What follows belongs to an exercise in optimizing a design on an open flow for small area, a short achievable clock period and few clock cycles; a production flow would make more cautious choices. Function not checked in this run: the RTL went through the layout flow alone. Power figures rest on the tool's default switching activity, not on a simulated workload.

==> flow/design.v <==
module pvc_decoder (
    input  wire        clk,
    input  wire        rst,
    input  wire        s_valid,
    output wire        s_ready,
    input  wire [19:0] s_last,
    input  wire [19:0] s_desc,
    input  wire        s_eob,
    input  wire [13:0] s_bits,
    input  wire        b_valid,
    output wire        b_ready,
    input  wire [19:0] b_data,
    output reg         r_valid,
    output reg  [19:0] r_value,
    output reg         v_valid,
    output reg         v_ok,
    output wire [13:0] v_used
);
    reg        dfull;           
    reg [2:0]  dmode;
    reg [3:0]  dq;
    reg [19:0] dlast;
    reg        deob;
    reg        dfirst;          
    reg        nfirst;          
    reg        g;               
    reg        sr;              
    reg [13:0] brem;
    reg [2:0]  ib;
    reg        past;            
    reg        drain;           
    reg [19:0] s0, s1, s2;
    reg [2:0]  v;
    reg [4:0]  p;               
    reg        vvalid;
    reg [19:0] vy;              
    reg [19:0] vlast;
    reg [3:0]  vsh;             
    reg        vadd;            
    reg        vkeep;           
    reg        veob;
    reg [4:0]  vw;
    reg        vok;
    reg        vfirst;
    reg [13:0] acc;
    assign s_ready = sr;
    assign b_ready = !v[2];
    assign v_used  = acc;
    wire take   = s_valid && sr;
    wire arrive = b_valid && !v[2];
    wire dec    = dfull && g;
    wire [59:0] win = {ib[2] ? s2 : 20'd0, ib[1] ? s1 : 20'd0, ib[0] ? s0 : 20'd0};
    wire [38:0] xa = p[4] ? {12'd0, win[42:16]} : win[38:0];
    wire [30:0] xb = p[3] ? xa[38:8] : xa[30:0];
    wire [26:0] xc = p[2] ? xb[30:4] : xb[26:0];
    wire [24:0] xd = p[1] ? xc[26:2] : xc[24:0];
    wire [23:0] x  = p[0] ? xd[24:1] : xd[23:0];
    wire       isd = (dmode == 3'd1);
    wire       isp = (dmode == 3'd3) || (dmode == 3'd4);    
    wire [3:0] L   = x[3:0];
    wire       P   = x[0];
    reg  [4:0] w1, w0;           
    always @* begin
        case (dmode)
            3'd0:    begin w1 = 5'd20;               w0 = 5'd20; end
            3'd2:    begin w1 = 5'd20 - {1'b0, dq};  w0 = w1;    end
            3'd3:    begin w1 = 5'd21;               w0 = 5'd1;  end
            default: begin w1 = 5'd21 - {1'b0, dq};  w0 = 5'd1;  end
        endcase
    end
    wire [4:0] w = isd ? ((L == 4'd0) ? 5'd24 : {1'b0, L} + 5'd4) : (P ? w1 : w0);
    wire [5:0] s  = {1'b0, p} + {1'b0, w};
    wire [1:0] A  = (s >= 6'd40) ? 2'd2 : (s >= 6'd20) ? 2'd1 : 2'd0;
    wire [5:0] pw = s - {A, 4'd0} - {A, 2'd0};         
    wire bhi  = |brem[13:6];
    wire ib3  = bhi || (brem[5:0] > 6'd60);
    wire ib4  = |brem[13:7] || (brem[6:0] > 7'd80);
    wire s_eq = !bhi && (brem[5:0] == s);
    wire s_gt = !bhi && (s > brem[5:0]);
    wire [1:0] nib = ib[2] ? 2'd3 : ib[1] ? 2'd2 : ib[0] ? 2'd1 : 2'd0;
    wire [14:0] dmask;
    genvar gi;
    generate for (gi = 0; gi < 15; gi = gi + 1) begin : g_mask
        assign dmask[gi] = (L > gi);
    end endgenerate
    wire [15:0] dsx  = {x[18:4], 1'b0};
    wire        dsgn = dsx[L];
    wire [19:0] dext = {{5{dsgn}}, (x[18:4] & dmask) | ({15{dsgn}} & ~dmask)};
    wire [19:0] y    = isd ? ((L == 4'd0) ? x[23:4] : dext) : (isp ? x[20:1] : x[19:0]);
    reg [1:0] d;
    always @* begin
        d = 2'd0;
        if (drain)
            d = (v[0] && ib[0]) ? 2'd1 : 2'd0;
        else if (dec) begin
            if (deob)
                d = ib[1] ? 2'd2 : ib[0] ? 2'd1 : 2'd0;
            else
                d = (A < nib) ? A : nib;
        end
    end
    wire [2:0] v_sh  = (d == 2'd0) ? v : (d == 2'd1) ? {1'b0, v[2:1]} : {2'b00, v[2]};
    wire [2:0] v_nxt = arrive ? {v_sh[1:0], 1'b1} : v_sh;
    wire ctx = take && nfirst;                        
    wire [13:0] bsub = (d == 2'd0) ? brem :
                       (d == 2'd1) ? (ib[1] ? brem - 14'd20 : 14'd0) :
                                     (ib[2] ? brem - 14'd40 : 14'd0);
    wire [2:0] ibsub = (d == 2'd0) ? ib : (d == 2'd1) ? {ib3, ib[2:1]} : {ib4, ib3, ib[2]};
    wire [2:0] ibnew = {s_bits > 14'd40, s_bits > 14'd20, s_bits != 14'd0};
    wire [2:0] ib_nxt = ctx ? ibnew : ibsub;
    wire drain_nxt = dec ? (deob && ib[2]) : (drain && (d == 2'd1 ? ib[1] : ib[0]));
    wire [4:0] p_nxt = dec ? (deob ? 5'd0 : pw[4:0]) : p;
    wire dfull_nxt = take || (dfull && !dec);
    wire deob_nxt  = take ? s_eob : deob;
    wire [2:0] gib   = ctx ? 3'b111 : ibsub;
    wire       dlt_n = take ? 1'b1 : isd;
    wire       need2 = dlt_n && (p_nxt >= 5'd17);
    wire g_nxt = !drain_nxt && (v_nxt[0] || !gib[0]) && (v_nxt[1] || !gib[1]) &&
                 (!need2 || v_nxt[2] || !gib[2]);
    wire sr_nxt = !drain_nxt && (!dfull_nxt || (g_nxt && !(deob_nxt && gib[2])));
    wire [19:0] z = vy << vsh;
    wire [19:0] r = vadd ? vlast + vy : vkeep ? vlast : z;
    always @(posedge clk) begin
        if (rst) begin
            dfull   <= 1'b0;
            nfirst  <= 1'b1;
            g       <= 1'b0;
            sr      <= 1'b0;
            v       <= 3'd0;
            p       <= 5'd0;
            drain   <= 1'b0;
            vvalid  <= 1'b0;
            r_valid <= 1'b0;
            v_valid <= 1'b0;
        end else begin
            dfull   <= dfull_nxt;
            g       <= g_nxt;
            sr      <= sr_nxt;
            v       <= v_nxt;
            p       <= p_nxt;
            drain   <= drain_nxt;
            if (take)
                nfirst <= s_eob;
            vvalid  <= dec;
            r_valid <= vvalid;
            v_valid <= vvalid && veob;
        end
        if (take) begin
            dmode  <= s_desc[19:17];
            dq     <= s_desc[15:12];
            dlast  <= s_last;
            deob   <= s_eob;
            dfirst <= nfirst;
        end
        brem <= ctx ? s_bits : bsub;
        ib   <= ib_nxt;
        if (ctx)
            past <= 1'b0;
        else if (dec)
            past <= past || s_gt;
        case (d)
            2'd0: begin
                if (!v[0]) s0 <= b_data;
                if (!v[1]) s1 <= b_data;
                if (!v[2]) s2 <= b_data;
            end
            2'd1: begin
                s0 <= v[1] ? s1 : b_data;
                s1 <= v[2] ? s2 : b_data;
                s2 <= b_data;
            end
            default: begin
                s0 <= v[2] ? s2 : b_data;
                s1 <= b_data;
                s2 <= b_data;
            end
        endcase
        vy     <= y;
        vlast  <= dlast;
        vsh    <= (dmode == 3'd2 || dmode == 3'd4) ? dq : 4'd0;
        vadd   <= isd && (L != 4'd0);
        vkeep  <= isp && !P;
        veob   <= deob;
        vw     <= w;
        vok    <= !past && s_eq;
        vfirst <= dfirst;
        r_value <= r;
        v_ok    <= vok;
        if (vvalid)
            acc <= (vfirst ? 14'd0 : acc) + {9'd0, vw};
    end
endmodule
==> flow/run.sh <==
#!/bin/bash
# synth_recipe.tcl (not shown) runs the flow's synth.tcl, then flattens the netlist and writes it again
# the make line also repeats each setting of config.mk as NAME=value (left out here)
make -C /OpenROAD-flow-scripts/flow DESIGN_CONFIG=/design/flow/config.mk WORK_HOME=/design/flow/orfs CLKGATE_MAP_FILE= SYNTH_SCRIPT=/design/flow/synth_recipe.tcl finish
==> flow/config.mk <==
export PLATFORM = sky130hd
export DESIGN_NAME = pvc_decoder
export DESIGN_NICKNAME = pvc_decoder
export VERILOG_FILES = /design/flow/design.v
export SDC_FILE = /design/flow/constraint.sdc
export NUM_CORES = 4
export LEC_CHECK = 0
export CAP_MARGIN = 20
export CORE_MARGIN = 2
export CORE_UTILIZATION = 40
export SLEW_MARGIN = 20
==> flow/constraint.sdc <==
create_clock -name core_clock -period 12.0 [get_ports {clk}]
set_input_delay 2.4000 -clock core_clock [delete_from_list [all_inputs] [get_ports {clk}]]
set_output_delay 2.4000 -clock core_clock [all_outputs]
set_load 0.01 [all_outputs]
==> flow_summary.ini <==
[cts]
postCtsResizedCells = 0
clk_latency_ns = 0.53
cts_hold_buf = 0
post-cts-setup-buffers = 0
htree_levels = 1
cts_tree = yes
clock_sinks = 212
cts_buffer_depth = 3
path_clk_slew_ns = 0.06
cts_buffers = 24
cts-root-buf = clkbuf_16

[die]
initial_utilization_pct = 40.80
die_x_um = 189.2
design.core.area_sq_um = 33620
rows = 67
ios = 118
die-area_sq_um = 35790
die_y_um = 189.2

[global_routing]
grt-busiest-layer = met2
grt_use_met2_pct = 33.36
met3_usage_pct = 2.576
grt_pass1_vias = 11170
grt_pass1_wl_mm = 59.13
grtUsageTotal_pct = 20.07
met1_usage_pct = 27.17
gr-total-overflow = 0
antenna_found_initial = 0
grt_start_max_net_pins = 65

[synth]
synth_area_leaders = dfxtp_1 20%, edfxtp_1 17%, mux2i_1 6.3%
async_flop_share_pct = 0
ys_seq_elements = 212
synth.avg_cell_area_sq_um = 9.053
netlist.area_leader.share_pct = 19.85
yosysSeqAreaShare_pct = 36.49
syn_area_sq_um = 13720
synth_nets = 1646
ys_types = 87
yosysMostFrequentCell = nand2_1
synth_ff_type = dfxtp_1
synth_commonest_cells = 149 x nand2_1, 145 x nor2_1, 136 x dfxtp_1
synth_edf_count = 76
yosysTopAreaCell = dfxtp_1
syn_inst = 1515
ys_warn_count = 1

[timing]
setup_viol = 0
finalHoldViolations = 0
relSlewSlack_pct = 30.72
fin_crit_ns = 8.889
tightest_slew_ns = 1.031
setup_tns_ns = 0
clock_skew_ns = 0.01441
finalMaxSlewViolations = 0
fin_crit_sh_pct = 74.08
fmax_mhz = 112.5
rsz0062_at_grt = no

[drt]
ant_nets = 0
wl_per_cell_um = 17.93
wirelength_mm = 36.36
drt_iter0_drc = 921
vias = 11640
viasPerCell = 5.742
drc = 0
drt_pass1_iterations = 5

[layout]
final_area_sq_um = 15840
antenna_cells = 0
area_delta_synth_final_pct = 15.46
regArea_sq_um = 5007
multi_input_area_sq_um = 8079
fin_nets = 1693
drive_gt1_share_pct = 9.747
fillers = 3247

[pwr]
p_total_mw = 2.405
p_leak_nw = 6.090
ir_drop_uv = 110.2
power_density_nw_per_um2 = 151.9

[worst_setup_path]
critPathRequiredTime_ns = 12.40
end_kind = register
crit_type = register to register
cp_max_fo = 29
crit_arrival_ns = 9.29
cp-start-kind = register

[status]
status = no timing/DRC/antenna violations

[place]
port-buffer-count = 104
placed_cell_area_sq_um = 15010
gp_congestion = 0.9185
dp_hpwl_mm = 26.64

[flow_run]
drv_cap = 0

[hold_path]
hold_path.class = register to register
-- through the flow --
stage	setup slack, ns	utilization (%)	std cells	hold WS, ns
6_report	3.111	47.11	2028	0.3297
5_1_grt	2.484	47.11	2028	0.3458
4_1_cts	3.186	47.11	2028	0.3344
3_5_place_dp	3.230	44.66	1984	0.3193
3_3_place_gp	3.280	44.65	1984	0.3138
2_1_floorplan	5.431	-	1515	0.3096
-- cell type report --
type | count | area share (%)
repair buffers | 123 | 7.474
clock buffers | 32 | 4.243
clock inverters | 12 | 0.9481
well taps | 448 | 3.540
flip-flops and latches | 212 | 31.62
inverters | 49 | 1.161
multi-input cells | 1152 | 51.02
-- worst max-delay path, cell delays in order (launching register included) --
cell	delay, ns
dfxtp_1	0.53
buf_4	0.36
nand2b_1	0.41
o22a_1	0.21
a221o_1	0.33
mux2i_2	0.17
a211oi_1	0.69
nand2_1	0.23
nor2_1	0.69
nor2_1	0.12
a21o_1	0.24
ha_1	0.32
nor2b_1	0.15
o31a_1	0.25
xnor2_1	0.41
nand2_1	0.14
and2_1	0.23
ha_1	0.28
nor2b_1	0.14
o21bai_1	0.21
nand2_1	0.11
a41oi_1	0.29
o211a_1	0.86
nor2_1	0.16
nor3_1	0.83
a211o_1	0.23
a22o_1	0.12
-- final timing paths --
check	from	end	slack, ns	depth (start not counted)
worst min-delay path	vok	v_ok	0.33	0
worst max-delay path	p[4]	brem[7]	3.11	26
worst min register to register	vok	v_ok	0.33	0
worst max register to register	p[4]	brem[7]	3.11	26
-- cells by family after synthesis --
kind of cell               synth area share [%]
and+or+nand+nor                           15.89
AOI/OAI and AO/OA                         20.89
DFF                                       36.49
muxes                                     13.83
buffers and inverters                     4.735
adders and majority gates                 4.908
xor gates and xnor gates                  3.257
-- flip-flops by register name, indices dropped and copies added (netlist names), 3 cells and up --
register,flops
dmode,3
s0,20
v,3
ib,3
s1,20
vw,5
brem,14
acc,14
p,5
r_value,20
vy,20
vsh,4
dq,4
s2,20
vlast,20
dlast,20
-- cell usage in the layout, fill, tap and decap left out, types with 11 or more instances in the layout --
master,instances
a211oi_1,37
a21oi_1,106
a221o_1,11
a22oi_1,15
a31oi_1,33
buf_4,19
clkbuf_16,25
clkdlybuf4s50_1,104
dfxtp_1,134
edfxtp_1,76
ha_1,49
inv_1,47
mux2_2,52
mux2i_1,86
mux4_2,16
nand2_1,148
nand2b_1,24
nand3_1,27
nor2_1,144
nor2b_1,27
nor3_1,26
o211ai_1,14
o21ai_0,57
o22ai_1,32
xnor2_1,28
xor2_1,23
-- layer usage --
layer | vias up | share of wire [%]
met5 | - | 0
met4 | 0 | 2.9
met3 | 56 | 4.4
met2 | 284 | 47
met1 | 5581 | 46
li1 | 5723 | -
-- power breakdown --
| group | internal (mW) | switching (mW) |
|---|---|---|
| clock | 0.459 | 0.301 |
| sequential | 0.852 | 0.0896 |
| combinational | 0.326 | 0.377 |
| total | 1.64 | 0.768 |

[static timing again, ports no longer ideal]
In the flow no input, the clock included, has a driving cell. The finished layout below was timed again as built, in two steps.
Step 1, drivers: a clkbuf_16 drives clk and a buf_2 each remaining input, both assumed.
Step 2 also shifts input and output timing later by t, the mid clock arrival at the registers, as if the neighbouring blocks saw the same clock.
Slacks: ideal ports / drivers / drivers and shift; pairs: ideal ports / drivers.
t (ns): 0.579
setup WS [ns]: 3.111 / 3.111 / 3.111
worst setup path after step 2: register to register
clock arrival spread, ns: 0.015 / 0.015
After both steps setup and hold are still met in this run. For this run, drivers alone change the setup slack by 0.000 ns; drivers and shift together by 0.000 ns.
